What follows belongs to an exercise in optimizing a design on an open flow for small area, a short achievable clock period and few clock cycles per item; a production flow would make more cautious choices.
Function was checked by simulation only, so behaviour that the tests miss may differ from the original.

==> flow/design.v, too long to show whole: its modules and the start of the top module <==
// module dr_vec: 5473 lines
module dr_vec (
    input  wire        clk,
    input  wire        rst,         
    input  wire        in_valid,
    output wire        in_ready,
    input  wire [31:0] in_ualpha,   
    input  wire [31:0] in_ubeta,    
    input  wire [31:0] in_vdc,      
    output wire        out_valid,
    input  wire        out_ready,
    output wire [16:0] out_m,       
    output wire [31:0] out_phi      
);
  // ...
==> flow/run.sh <==
#!/bin/bash
# synth_recipe.tcl (not shown) runs the flow's synth.tcl, then flattens the netlist and writes it again
# the make line also repeats each setting of config.mk as NAME=value (left out here)
make -C /OpenROAD-flow-scripts/flow DESIGN_CONFIG=/design/flow/config.mk WORK_HOME=/design/flow/orfs CLKGATE_MAP_FILE= SYNTH_SCRIPT=/design/flow/synth_recipe.tcl finish
==> flow/config.mk <==
export PLATFORM = sky130hd
export DESIGN_NAME = dr_vec
export DESIGN_NICKNAME = dr_vec
export VERILOG_FILES = /design/flow/design.v
export SDC_FILE = /design/flow/constraint.sdc
export NUM_CORES = 4
export LEC_CHECK = 0
export CAP_MARGIN = 20
export CORE_MARGIN = 2
export CORE_UTILIZATION = 40
export PLACE_DENSITY = 0.6
export SLEW_MARGIN = 20
==> flow/constraint.sdc <==
create_clock -name core_clock -period 13.0 [get_ports {clk}]
set_input_delay 2.6000 -clock core_clock [delete_from_list [all_inputs] [get_ports {clk}]]
set_output_delay 2.6000 -clock core_clock [all_outputs]
set_load 0.01 [all_outputs]
==> parameters.txt, run 1 <==
Parameter                              Value

Status
  Outcome    finished clean

Clocking
  Post-CTS Resized    0
  CTS tree    yes
  Hold-fix buffers at CTS    0

Drt
  Routed WL per cell    18.1 um
  First drt pass iteration count    8
  Initial drt markers    13800
  Via count    between 200k and 250k
  Post-route met1 wirelength    342000 um

Setup path
  Crit. path cell count    19
  Sort of element at the start of the critical path    register
  Maximum fanout along the worst path    24
  Chain of cells forming the critical path    buf_4, inv_1, ha_1, inv_1, ha_1, ha_1, fa_1, a21o_1, a21oi_1, o21ai_1, a311oi_1, o31ai_1, o41ai_2, o21ai_1, o31a_1, o31a_1, o21a_1, o21a_1, o21a_1

Die
  # Taps    10900

Finish
  Portion of the layout cell area used by non-clock buffers    0.00952
  Post-Route Utilization    0.441
  Largest class    multi-input gates
  CLK BUF    618
  Count of non-CTS buffers in the layout    398
  Filler cell count    76400
  Relative area change from synthesis to final layout    9.83%

Yosys
  Main flop type after synthesis    sky130_fd_sc_hd__edfxtp_1
  Biggest area consumer among synthesized cells    sky130_fd_sc_hd__edfxtp_1
  Cell count after synthesis    30400
  #FFs+latches synth    roughly 4600

STA
  Final critical-path required period    6.30 ns
  Post-route clock skew    between 0.07 and 0.08 ns

Placement
  Port bufs    148

Hold path
  Worst min path class    register to register
Testbench counts, summed over its fixed seeds: cycles 1,824, items 1,600.
==> inputs of run 2 (changes only) <==
--- a/flow/config.mk
+++ b/flow/config.mk
@@ -7,3 +7,3 @@
 export LEC_CHECK = 0
-export CAP_MARGIN = 20
+export CAP_MARGIN = 50
 export CORE_MARGIN = 2
@@ -11,2 +11,2 @@
 export PLACE_DENSITY = 0.6
-export SLEW_MARGIN = 20
+export SLEW_MARGIN = 65
==> run 2 against run 1 <==
  * Still clean on timing, DRC and antenna
  * Clock skew shrank 0.0089 ns
  * Hold slack gained 0.0064 ns
  * Worst setup slack gained 0.37 ns
  * Die area is the same
  * Synthesized cell count is the same
  * Routed wire length grew 0.36%
  * Via count grew 0.45%
  * Area after synthesis is the same
  * Largest cell class unchanged
  * Highest routed layer unchanged
==> parameters.txt, run 2 <==
Parameter                              Value

Status
  Outcome    finished clean (unchanged)

STA
  Max Fclk    0.168 GHz (was 0.159 GHz)
  Final critical-path required period    5.94 ns (was 6.30 ns)
  Max Slew Vio Count    0 (unchanged)
  Sum of negative setup slack    0 ns (unchanged)
  Post-route clock skew    0.0618 ns (was 0.0708 ns)
  Count of endpoints failing hold in the final timing report    0 (unchanged)
  Share of the clock period used by the worst path    0.457 (was 0.485)
  Setup repair after global routing missed its margin    no (unchanged)
  Slew of the pin with the lowest slew margin    0.548 ns (was 1.26 ns)
  Number of setup violations in the final report    0 (unchanged)
  Remaining max-slew budget at the tightest pin    0.631 (was 0.155)

Drt
  Antenna violation net count after detailed routing    0 (unchanged)
  Via count    219000 (was 218000)
  First drt pass iteration count    6 (was 8)
  Post-route DRC violation count    0 (unchanged)
  Total detailed-routing wirelength    766000 um (was 763000 um)
  Average vias per placed instance    5.20 (about the same)
  Routed WL per cell    18.1 um (about the same)
  Initial drt markers    13300 (was 13800)

Clocking
  CTS tree    yes (unchanged)
  Hold-fix buffers at CTS    0 (unchanged)
  Clock Path Buffers    4 (unchanged)
  Htree depth    6 (unchanged)
  Clock Latency Late Sink    1.09 ns (was 1.10 ns)
  Post-CTS Resized    0 (unchanged)
  Num CTS Buffers    528 (was 527)
  Number of setup buffers added after CTS    0 (unchanged)
  TritonCTS Sinks    4580 (unchanged)
  Clk slew on worst S/H paths    0.06 ns (about the same)
  Clock tree root driver cell    sky130_fd_sc_hd__clkbuf_16 (unchanged)

Setup path
  Start-to-end type of the worst setup path    register to register (unchanged)
  Type of element capturing the critical path    register (unchanged)
  Worst reg2reg endpoint    p18_clamp$_DFFE_PP_ (was p1_x[32]$_DFFE_PP_)
  Sort of element at the start of the critical path    register (unchanged)
  FF-to-FF Start    p17_root[6]$_DFFE_PP_ (was p0_ma[0]$_DFFE_PP_)
  Maximum fanout along the worst path    5 (was 24)
  Data required time of the worst path    13.84 ns (was 13.82 ns)
  Register-to-Register Path Depth    23 (was 19)
  Reg2Reg Setup Slack    7.06 ns (was 6.70 ns)
  Arrival time reported for the critical path endpoint    6.77 ns (was 7.13 ns)

Yosys
  Yosys Warn Count    1 (unchanged)
  Top area cells in the synthesized netlist    sky130_fd_sc_hd__edfxtp_1, sky130_fd_sc_hd__ha_1, sky130_fd_sc_hd__fa_1 (unchanged)
  Fraction of post-synthesis cell area in the top cell type by area    0.414 (unchanged)
  EDFF count, synth    4550 (unchanged)
  Sequential cell area fraction in the yosys report    0.416 (unchanged)
  Netlist cell types    99 (unchanged)
  Adder-Cell Fraction of Synth Area    0.213 (unchanged)
  Area fraction in compound gates after synthesis    0.128 (unchanged)
  Biggest area consumer among synthesized cells    sky130_fd_sc_hd__edfxtp_1 (unchanged)
  Synthesized net count    35200 (unchanged)
  Syn Std Cell Area    330000 um^2 (unchanged)
  Main flop type after synthesis    sky130_fd_sc_hd__edfxtp_1 (unchanged)
  Synth Area in Simple Gates    0.0949 (unchanged)
  Syn Area/Cell    10.8 um^2 (unchanged)
  Largest family of logic cells by synthesized area    adder cells (unchanged)
  Multiplexer share of the synthesized area    0.0107 (unchanged)
  Leading post-synthesis cells by instance count    sky130_fd_sc_hd__edfxtp_1, sky130_fd_sc_hd__inv_1, sky130_fd_sc_hd__ha_1 (unchanged)
  Cell with the most instances after synthesis    sky130_fd_sc_hd__edfxtp_1 (unchanged)
  Synth async-reset ratio    0 (unchanged)
  Cell count after synthesis    30400 (unchanged)
  #FFs+latches synth    4580 (unchanged)
  Synth Area in XOR/XNOR    0.0847 (unchanged)

Placement
  Final weighted congestion of routability-driven global placement    0.889 (unchanged)
  Port bufs    148 (unchanged)
  HPWL after DPL    585000 um (was 578000 um)

GRT
  Remaining global-route overflow    0 (unchanged)
  First-pass GRT wire length    1210000 um (about the same)
  Maximum number of pins on one net before global-route repair    73 (was 201)
  Number of global-route vias before repair    222000 (was 220000)
  Total Routing Usage GR    0.179 (was 0.178)
  Initial antenna violation count    33 (was 27)

Hold path
  Worst min path class    register to register (unchanged)
  Min-Delay Startpoint    p8_d[4]$_DFFE_PP_ (was p5_n[41]$_DFFE_PP_)
  Cell depth of the worst hold path    0 (unchanged)
  Hold Crit Endpoint    p9_d[5]$_DFFE_PP_ (was p6_n[41]$_DFFE_PP_)

Die
  Height of the die    912 um (unchanged)
  Core region area    822000 um^2 (unchanged)
  Width of the die    912 um (unchanged)
  Row count    333 (unchanged)
  I/O pin cnt    151 (unchanged)
  Die Outline Area    832000 um^2 (unchanged)
  Effective utilization at floorplan    0.401 (unchanged)

Finish
  Relative area change from synthesis to final layout    11.2% (was 9.83%)
  Most common cell after layout, fill and taps aside    sky130_fd_sc_hd__edfxtp_1 (unchanged)
  Commonest cells after routing, fill and taps aside    sky130_fd_sc_hd__edfxtp_1, sky130_fd_sc_hd__inv_1, sky130_fd_sc_hd__ha_1 (unchanged)
  Final-stage net count    35700 (was 35500)
  Registers with the most flip-flops    p1_n0 x62, p2_n x62 (unchanged)
  Fraction of final layout cells sized beyond drive strength 1    0.0574 (was 0.0453)
  Post-Route Utilization    0.446 (was 0.441)

Flow run
  Max-Cap Viols    0 (unchanged)
## run 2: layer usage
metal / wire length [um] / vias to the layer above / GRT usage
li1: - / 108000 / -
met3: 31900 / 1465 / 0.0196
met4: 29600 / 0 / 0.0620
met5: 0 / - / 0
met1: 343000 / 106000 / 0.238
met2: 361000 / 4499 / 0.303
## run 2: logic make-up after synthesis
group	Yosys count
and+or+nand+nor	6559
AOI/OAI and AO/OA	6523
adders and majority gates	4705
DFF	4580
buffers and inverters	4522
xor gates and xnor gates	3187
muxes	338
other	1
## run 2: layout make-up
| cell class | count | area (um^2) |
|---|---|---|
| clock buffers | 617 | 13700 |
| clock inverters | 335 | 3920 |
| fillers | 75900 | 455000 |
| well taps | 10900 | 13600 |
| inverters | 3913 | 14700 |
| flip-flops and latches | 4580 | 137000 |
| multi-input cells | 21300 | 177000 |
| repair buffers | 563 | 6320 |
| diodes | 10 | 25.0 |
## run 2: critical path: stages, from the launching register on
cell	delay, ns
sky130_fd_sc_hd__edfxtp_1	0.52
sky130_fd_sc_hd__inv_1	0.32
sky130_fd_sc_hd__fa_1	0.48
sky130_fd_sc_hd__fa_1	0.52
sky130_fd_sc_hd__inv_1	0.09
sky130_fd_sc_hd__ha_1	0.23
sky130_fd_sc_hd__xor2_1	0.16
sky130_fd_sc_hd__fa_1	0.51
sky130_fd_sc_hd__inv_1	0.04
sky130_fd_sc_hd__ha_1	0.28
sky130_fd_sc_hd__a21o_1	0.18
sky130_fd_sc_hd__a21o_1	0.18
sky130_fd_sc_hd__a21o_1	0.17
sky130_fd_sc_hd__a21o_1	0.17
sky130_fd_sc_hd__a21o_1	0.18
sky130_fd_sc_hd__a21o_1	0.22
sky130_fd_sc_hd__a21oi_1	0.16
sky130_fd_sc_hd__nor2_1	0.09
sky130_fd_sc_hd__a2111oi_1	0.35
sky130_fd_sc_hd__buf_4	0.23
sky130_fd_sc_hd__o41ai_4	0.10
sky130_fd_sc_hd__buf_4	0.19
sky130_fd_sc_hd__a21oi_1	0.23
sky130_fd_sc_hd__o31ai_1	0.10
## run 2: worst max-delay path by stage
| stage | slack [ns] | from | end |
|---|---|---|---|
| floorplan | -19.38 | en$_SDFF_PP1_ | q1[10]$_DFFE_PP_ |
| global placement | 6.78 | p17_v[19]$_DFFE_PP_ | p18_clamp$_DFFE_PP_ |
| detailed placement | 6.99 | p17_root[6]$_DFFE_PP_ | p18_clamp$_DFFE_PP_ |
| CTS | 7.00 | p17_root[6]$_DFFE_PP_ | p18_clamp$_DFFE_PP_ |
| global route | 6.75 | p17_root[6]$_DFFE_PP_ | p18_clamp$_DFFE_PP_ |
| finish | 7.06 | p17_root[6]$_DFFE_PP_ | p18_clamp$_DFFE_PP_ |
## run 2: stage by stage
step	hold WS, ns	worst slack [ns]	cells	cell area (um^2)
after floorplan	0.400	-19.38	30400	330000
after global placement	0.400	6.78	41100	345000
after detailed placement	0.405	6.99	41200	348000
after CTS	0.370	7.00	42200	366000
after global routing	0.387	6.75	42200	367000
final	0.386	7.06	42200	367000

## separate check: timing with driven ports
Ports are ideal in the flow. The routed layouts listed here were re-timed in OpenROAD.
Step 1, drivers: a clkbuf_16 drives clk and a buf_2 each remaining input, both assumed.
Step 2 also shifts input and output timing later by t, the mid clock arrival at the registers, as if the neighbouring blocks saw the same clock.
Slacks: no drivers / after step 1 / after step 2; pairs: no drivers / after step 1.
| run | t, ns | setup slack, ns | hold slack, ns | worst slew at a driven data input, ns |
|---|---|---|---|---|
| run 1 | 1.206 | 6.696 / 6.696 / 6.696 | 0.380 / 0.380 / 0.380 | 0.07 |
| run 2 | 1.204 | 7.063 / 7.063 / 7.063 | 0.386 / 0.386 / 0.386 | 0.07 |
After both steps setup and hold are still met in every run listed.
